Background: an optimization exercise with open tools, aiming at small area, a short achievable clock period and few clock cycles. Do not read the settings as production practice. In this exercise RTL edits were held to simulation tests only and were not proved equivalent to the original. Power figures rest on the tool's default switching activity, not on a simulated workload.

==> flow/design.v <==
module ssu_sort (
    input  wire        clk,
    input  wire        rst,
    input  wire        cfg_valid,
    output wire        cfg_ready,
    input  wire [9:0]  cfg_n,
    input  wire [9:0]  cfg_k,
    input  wire        cfg_desc,
    input  wire        key_valid,
    output wire        key_ready,
    input  wire [31:0] key_data,
    output wire        out_valid,
    input  wire        out_ready,
    output wire [6:0]  out_pos,
    output wire        out_last,
    output wire        out_fault
);
    localparam NMAX = 128;
    localparam LCAP = 132;           
    integer c;
    reg  [7:0] jq_n [0:3];
    reg  [7:0] jq_k [0:3];
    reg  [3:0] jq_desc, jq_bad, jq_nan, jq_rdy;
    reg  [2:0] wr, kp, op;           
    reg        cfg_ready_r;
    reg        key_ready_r;
    reg  [6:0] ki;                   
    reg  [8:0] occ;                  
    reg  [31:0] k_key;  reg k_v, k_last, k_nan;  reg [6:0] k_idx; reg [1:0] k_job;
    reg  [31:0] store [0:NMAX-1];
    reg         nan_acc;
    reg  [NMAX-1:0] c_vec; reg c_v, c_last; reg [6:0] c_idx; reg [1:0] c_job;
    reg  [4:0] g_cnt [0:7];   reg g_v, g_last; reg [6:0] g_idx; reg [1:0] g_job;
    reg  [7:0] p_x;     reg p_v, p_last; reg [6:0] p_idx; reg [1:0] p_job;
    reg        pop_q;                
    reg  [6:0] lc [0:LCAP-1];        
    reg  [7:0] bse;                  
    reg        h_on;                 
    reg        h_flt;                
    reg  [7:0] h_em;                 
    reg  [7:0] h_ds;                 
    reg  [8:0] s0, s1;               
    reg  [1:0] sk_cnt;
    function [31:0] ord_key;
        input [31:0] x;
        begin
            if (x[30:0] == 31'd0)
                ord_key = 32'h8000_0000;
            else if (x[31])
                ord_key = ~x;
            else
                ord_key = {1'b1, x[30:0]};
        end
    endfunction
    function le32;
        input [31:0] s, k;
        integer b;
        reg gt;
        begin
            gt = 1'b0;
            for (b = 0; b < 32; b = b + 1)
                gt = (s[b] & ~k[b]) | (s[b] & gt) | (~k[b] & gt);
            le32 = ~gt;
        end
    endfunction
    wire [9:0] k_eff   = (cfg_k == 10'd0) ? cfg_n : cfg_k;
    wire       cfg_bad = (cfg_n == 10'd0) || (cfg_n > NMAX) || (cfg_k > cfg_n);
    wire       cfg_fire = cfg_valid & cfg_ready_r;
    wire [1:0] kpi      = kp[1:0];
    wire       kjob     = (kp != wr);
    wire       kbad     = jq_bad[kpi];
    wire       klast    = ({1'b0, ki} == jq_n[kpi] - 8'd1);
    wire       key_fire = key_valid & key_ready_r;
    wire [2:0] kp_nx    = kp + {2'b00, (kjob & kbad) | (key_fire & klast)};
    wire       sk_space = ~sk_cnt[1];
    wire       em_nz    = (h_em != 8'd0);
    wire       ds_nz    = (h_ds != 8'd0);
    wire       push     = h_on & em_nz & sk_space;
    wire       drop     = h_on & ~em_nz & ds_nz;
    wire       pop      = (push & ~h_flt) | drop;
    wire [7:0] em_nx    = h_em - {7'd0, push};
    wire [7:0] ds_nx    = h_ds - {7'd0, drop};
    wire       hdone    = h_on & (em_nx == 8'd0) & (ds_nx == 8'd0);
    wire [2:0] op_nx    = op + {2'b00, hdone};
    wire [1:0] ci       = op_nx[1:0];
    wire       c_rdy    = jq_rdy[ci] | (p_v & p_last & (p_job == ci));
    wire       load     = (~h_on | hdone) & (op_nx != wr) & c_rdy;
    wire       c_flt    = jq_bad[ci] | jq_nan[ci];
    wire [8:0] pdata    = h_flt ? 9'b0000000_1_1 : {lc[0], (h_em == 8'd1), 1'b0};
    wire [2:0] wr_nx    = wr + {2'b00, cfg_fire};
    assign cfg_ready = cfg_ready_r;
    assign key_ready = key_ready_r;
    assign out_valid = (sk_cnt != 2'd0);
    assign out_pos   = s0[8:2];
    assign out_last  = s0[1];
    assign out_fault = s0[0];
    wire   ofire     = out_valid & out_ready;
    wire nan_acc_nx = ((k_idx == 7'd0) ? 1'b0 : nan_acc) | k_nan;
    wire [8:0] occ_nx = occ + {8'd0, key_fire} - {8'd0, pop};
    wire [7:0] adj    = (p_v && p_last) ? {1'b0, p_idx} + 8'd1 : 8'd0;
    always @(posedge clk) begin
        if (rst) begin
            wr <= 3'd0; kp <= 3'd0; op <= 3'd0;
            cfg_ready_r <= 1'b0;
            key_ready_r <= 1'b0;
            ki <= 7'd0;
            occ <= 9'd0;
            bse <= 8'd0;
            h_on <= 1'b0;
            sk_cnt <= 2'd0;
        end else begin
            wr <= wr_nx;
            kp <= kp_nx;
            op <= op_nx;
            cfg_ready_r <= ((wr_nx - op) != 3'd4);
            key_ready_r <= (kp_nx != wr) && !jq_bad[kp_nx[1:0]] && (occ_nx < LCAP);
            if (key_fire)
                ki <= klast ? 7'd0 : ki + 7'd1;
            occ <= occ_nx;
            bse <= bse - {7'd0, pop} + adj;
            h_on <= load | (h_on & ~hdone);
            sk_cnt <= sk_cnt + {1'b0, push} - {1'b0, ofire};
        end
    end
    always @(posedge clk) begin
        if (load) begin
            h_flt <= c_flt;
            h_em  <= c_flt ? 8'd1 : jq_k[ci];
            h_ds  <= jq_bad[ci] ? 8'd0 : (jq_nan[ci] ? jq_n[ci] : jq_n[ci] - jq_k[ci]);
        end else begin
            h_em  <= em_nx;
            h_ds  <= ds_nx;
        end
    end
    always @(posedge clk) begin
        if (cfg_fire) begin
            jq_n[wr[1:0]]    <= cfg_n[7:0];
            jq_k[wr[1:0]]    <= k_eff[7:0];
            jq_desc[wr[1:0]] <= cfg_desc;
            jq_bad[wr[1:0]]  <= cfg_bad;
        end
        if (k_v && k_last)
            jq_nan[k_job] <= nan_acc_nx;
        else if (cfg_fire)
            jq_nan[wr[1:0]] <= 1'b0;
        if (cfg_fire)
            jq_rdy[wr[1:0]] <= cfg_bad;
        if (p_v && p_last)
            jq_rdy[p_job] <= 1'b1;
    end
    always @(posedge clk) begin
        if ((sk_cnt == 2'd0 && push) || (sk_cnt == 2'd1 && ofire && push) || (sk_cnt == 2'd2 && ofire))
            s0 <= (sk_cnt == 2'd2) ? s1 : pdata;
        if (sk_cnt == 2'd1 && !ofire && push)
            s1 <= pdata;
    end
    always @(posedge clk) begin
        k_key  <= ord_key(key_data) ^ {32{jq_desc[kpi]}};
        k_nan  <= (key_data[30:23] == 8'hFF) && (key_data[22:0] != 23'd0);
        k_v    <= key_fire & ~rst;
        k_idx  <= ki;
        k_last <= klast;
        k_job  <= kpi;
    end
    reg [NMAX-1:0] prec;
    always @(*) begin
        for (c = 0; c < NMAX; c = c + 1)
            prec[c] = (c < k_idx) && le32(store[c], k_key);
    end
    always @(posedge clk) begin
        if (k_v) begin
            store[k_idx] <= k_key;
            nan_acc <= nan_acc_nx;
        end
        c_vec  <= prec;
        c_v    <= k_v & ~rst;
        c_idx  <= k_idx;
        c_last <= k_last;
        c_job  <= k_job;
    end
    function [4:0] cnt16;
        input [15:0] v;
        integer b;
        begin
            cnt16 = 5'd0;
            for (b = 0; b < 16; b = b + 1)
                cnt16 = cnt16 + {4'd0, v[b]};
        end
    endfunction
    always @(posedge clk) begin
        for (c = 0; c < 8; c = c + 1)
            g_cnt[c] <= cnt16(c_vec[c*16 +: 16]);
        g_v    <= c_v & ~rst;
        g_idx  <= c_idx;
        g_last <= c_last;
        g_job  <= c_job;
    end
    always @(posedge clk) begin
        p_x    <= (({3'd0, g_cnt[0]} + {3'd0, g_cnt[1]}) + ({3'd0, g_cnt[2]} + {3'd0, g_cnt[3]})) +
                  (({3'd0, g_cnt[4]} + {3'd0, g_cnt[5]}) + ({3'd0, g_cnt[6]} + {3'd0, g_cnt[7]})) +
                  (bse + adj);
        pop_q  <= pop;
        p_v    <= g_v & ~rst;
        p_idx  <= g_idx;
        p_last <= g_last;
        p_job  <= g_job;
    end
    wire [1:0] ofs = {1'b0, pop_q} + {1'b0, pop};
    reg  [LCAP+1:0] ln_a, ln_e;      
    always @(*) begin
        for (c = 0; c < LCAP + 2; c = c + 1) begin
            ln_a[c] = (p_x > c);
            ln_e[c] = (p_x == c);
        end
    end
    reg a_c, e_c;
    always @(posedge clk) begin
        for (c = 0; c < LCAP; c = c + 1) begin
            a_c = (ofs == 2'd0) ? ln_a[c] : (ofs == 2'd1) ? ln_a[c+1] : ln_a[c+2];
            e_c = (ofs == 2'd0) ? ln_e[c] : (ofs == 2'd1) ? ln_e[c+1] : ln_e[c+2];
            if (!p_v || a_c) begin
                if (pop)
                    lc[c] <= (c < LCAP-1) ? lc[c+1] : 7'd0;
            end else if (e_c) begin
                lc[c] <= p_idx;
            end else if (!pop) begin
                lc[c] <= lc[(c > 0) ? c-1 : 0];
            end
        end
    end
endmodule
==> flow/run.sh <==
#!/bin/bash
# synth_recipe.tcl (not shown) runs the flow's synth.tcl, then flattens the netlist and writes it again
# the make line also repeats each setting of config.mk as NAME=value (left out here)
make -C /OpenROAD-flow-scripts/flow DESIGN_CONFIG=/design/flow/config.mk WORK_HOME=/design/flow/orfs CLKGATE_MAP_FILE= SYNTH_SCRIPT=/design/flow/synth_recipe.tcl finish
==> flow/config.mk <==
export PLATFORM = sky130hd
export DESIGN_NAME = ssu_sort
export DESIGN_NICKNAME = ssu_sort
export VERILOG_FILES = /design/flow/design.v
export SDC_FILE = /design/flow/constraint.sdc
export NUM_CORES = 4
export LEC_CHECK = 0
export CAP_MARGIN = 20
export CORE_MARGIN = 2
export CORE_UTILIZATION = 40
export SLEW_MARGIN = 20
==> flow/constraint.sdc <==
create_clock -name core_clock -period 8.0 [get_ports {clk}]
set_input_delay 1.6000 -clock core_clock [delete_from_list [all_inputs] [get_ports {clk}]]
set_output_delay 1.6000 -clock core_clock [all_outputs]
set_load 0.01 [all_outputs]
==> run notes <==
-- logic make-up (layout without fill, tap and decap cells) --
logic type	count (synthesis)	in the layout
muxes	1183	1183
xor gates and xnor gates	156	156
DFF	5394	5394
and+or+nand+nor	5556	5556
other	0	27
adders and majority gates	1227	1227
buffers and inverters	2411	2669
AOI/OAI and AO/OA	6563	6563
-- power by group through the flow --
| stage | Clock [mW] | Sequential [mW] | Combinational [mW] |
|---|---|---|---|
| 3_5_place_dp | 0 | 35.9 | 28.7 |
| 3_3_place_gp | 0 | 35.9 | 28.3 |
| 4_1_cts | 26.4 | 35.4 | 28.8 |
| 2_1_floorplan | 0 | 36.4 | 15.7 |
| 6_report | 26.1 | 35.4 | 29.2 |
| 5_1_grt | 27.5 | 35.5 | 30.8 |
-- path summary, 6_finish.rpt --
path         slack (ps)             start                to
max                1410   h_em[3]$_DFF_P_   h_ds[7]$_DFF_P_
max reg2reg        1410   h_em[3]$_DFF_P_   h_ds[7]$_DFF_P_
min                 320  c_idx[3]$_DFF_P_  g_idx[3]$_DFF_P_
min reg2reg         320  c_idx[3]$_DFF_P_  g_idx[3]$_DFF_P_
-- final cells by class --
class,count,area (um^2),area share
Antenna cell,27,67.6,0.000236
Inverter,868,3490,0.0122
Tap cell,8407,10500,0.0367
Clock inverter,219,1940,0.00675
Multi-Input combinational cell,14700,97700,0.341
Timing Repair Buffer,765,6790,0.0237
Sequential cell,5394,150000,0.523
Clock buffer,817,16100,0.0563
-- cell usage in the layout (no fill, tap or decap), types with 65 or more instances in the layout --
cell             instances
a211oi_1               391
clkbuf_1               184
o31ai_1                 73
clkdlybuf4s50_1         67
o21a_1                  65
a2111oi_0               80
o22ai_1                592
buf_4                  620
clkinv_1                89
nand3_1                175
maj3_2                 112
buf_12                  71
nor2_2                  74
nor3_1                 196
dfxtp_1               1176
a21oi_1               2126
o221ai_1               299
clkbuf_16              599
inv_1                  832
o21ai_0                853
nand2_1               1097
a22o_1                 230
fa_1                   119
nand2b_1               736
maj3_1                 872
mux2i_1               1117
nor2b_1                574
a31oi_1                165
nor4_1                  68
a221oi_1               145
ha_1                   123
a222oi_1               270
a21o_1                 142
a22oi_1                291
o2111ai_1              158
xnor2_1                 95
nor2_1                2287
edfxtp_1              4174
o211ai_1               108
-- registers in the layout, indices dropped and copies added (netlist names), 9 cells and up --
name and cells:
g_cnt 39, jq_k 32, jq_n 32, s1 9, s0 9, lc 924, occ 9, k_key 32
store 4064, c_vec 127
-- synthesized netlist by cell type (all sizes together) (392+ instances only) --
master,count,share of area
nor2b,574,0.014
mux2i,1117,0.044
inv,860,0.013
a211oi,392,0.012
nor2,2417,0.035
nand2b,736,0.018
dfxtp,1220,0.095
clkbuf,1028,0.015
o22ai,594,0.015
nand2,1103,0.016
a21oi,2135,0.042
edfxtp,4174,0.49
o21ai,893,0.017
maj3,984,0.039
buf,514,0.0091
-- metal layers --
metal / wire [um] / global-route usage / vias up / share of wire
li1: - / - / 84800 / -
met1: 331000 / 0.316 / 93400 / 0.40
met2: 387000 / 0.409 / 8485 / 0.47
met3: 66800 / 0.0351 / 1813 / 0.081
met4: 45000 / 0.118 / 10 / 0.054
met5: 57 / 0 / - / 0.000069
-- worst reg2reg max path: cells and delay by family (launching register included) --
family	cells	cell delay (ps)
AO/OA/AOI/OAI	11	1580
multiplexers	1	530
XOR/XNOR	1	160
flip-flops	1	350
buffers and inverters	3	460
adder cells (fa/ha/maj)	4	1160
AND/OR/NAND/NOR	8	2280
==> impl_metrics.ini <==
[worst_setup_path]
worst-path-max-fanout = 11
r2r_cells = 28
crit_buf_inv = 3
critical-path-slowest-cell = or4_1
endpoint_kind = flip-flop
cpMostUsedCell = a21oi_1
cp_slowest_stage_delay_ps = 560
crit_cells = 28
critPathLaunchType = flip-flop
critical-path-top-delay-family = simple AND/OR/NAND/NOR gates
required_ps = 9000
critPathKind = flip-flop to flip-flop
arrival_ps = 7590

[grt]
grt_pass1_vias = 180000
grt_pass1_wl_mm = 1200
antenna_found_initial = 43
grt_use_total = 0.246
grt-ovfl-total = 0
grt_max_degree = 155

[cts]
clock-sinks = 5394
cts-buffers-inserted = 581
post-cts-setup-buffers = 0
cts_buffer_depth = 4
cts_repair_resize_count = 0
clk_pin_slew_ps = 60
cts_tree = done
clk_latency_ps = 1120
h-tree-depth = 6
postCtsHoldBufs = 0
cts-root-buf = clkbuf_16

[worst_hold_path]
hp-class = flip-flop to flip-flop
hold_path_depth = 0

[timing]
drv_slew = 0
max_freq_ghz = 0.152
holdWs_ps = 321
slew_headroom = 0.188
fin_crit_sh = 0.824
hold_viol = 0
tightestPinTransition_ps = 1220
finalSetupTns_ps = 0
min_period_ps = 6590
rsz0062_at_grt = false
final-setup-viol-count = 0
finClkSkew_ps = 85.0
setup_slack_ps = 1410

[synth]
synthMuxAreaShare = 0.0479
syn_inst = 22500
async_flop_share = 0
ys_seq_area_frac = 0.585
synth-edff-count = 4174
synth_ff_type = edfxtp_1
synth_area_mm2 = 0.256
syn_avg_cell_area_um2 = 11.4
synth-xor-area-share = 0.00534
synth_top_family_by_area = compound AO/OA/AOI/OAI gates
synth_nets = 22800
synth_fa_ha_area_frac = 0.0544
synth_compound_area_frac = 0.170
synth_warnings = 3
ys_seq_elements = 5394
synth-simple-area-share = 0.100
synthDistinctLibCells = 102

[power]
power.internal_mw = 57.0
ir_drop_mv = 0.313
power_mw = 90.7
p_leak_nw = 98.6
power_frac_seq = 0.390
p_clk_frac = 0.288
powerDensity_mw_per_mm2 = 316
p_sw_frac = 0.371
p_switching_mw = 33.6
comb_power_share = 0.322

[placement]
gp_congestion = 0.914
hpwl_mm = 532
dp.cells = 30100
dp_slack_ps = 1450
numPortBuffers = 69
dpl-instance-area_mm2 = 0.268

[die]
fp.dieW_um = 804
num_rows = 293
ioPinCount = 70
dieArea_mm2 = 0.646
core_area_mm2 = 0.637
start_util = 0.402
fp.dieH_um = 804

[cells_and_area]
layout.cells.non_filler = 31200
synthToLayoutAreaGrowth_pct = 12.0
finalCoreUtilization = 0.450
final_area_mm2 = 0.287
layout.nets = 22600
drive_gt1_frac = 0.0874
fillCellCount = 57900

[drt]
vias = 189000
drc = 0
drtPass1Iterations = 10
initialDrtViolationCount = 22200
wire_per_inst_um = 26.6
ant_nets = 0
vias_per_cell = 6.05
wl_mm = 829

[outcome]
status = finished clean

[job]
drv_cap = 0
Testbench counts, summed over its fixed seeds: cycles 15,320.

## afterwards: timing with drivers on the ports
The results above use ideal ports. As a check the final layout listed here was re-extracted and re-timed, cells and wires unchanged.
Step 1, drivers: a clkbuf_16 drives clk and a buf_2 each remaining input, both assumed.
Step 2 also shifts input and output timing later by t, the mid clock arrival at the registers, as if the neighbouring blocks saw the same clock.
Three values: ideal, step 1, step 2; two values: the first two.
t, ns: 1.208
setup WS [ns]: 1.410 / 1.410 / 1.410
worst register clock-pin slew, ns: 0.07 / 0.07
After both steps setup and hold are still met in this run. For this run, drivers alone change the setup slack by 0.000 ns; drivers and shift together by 0.000 ns.
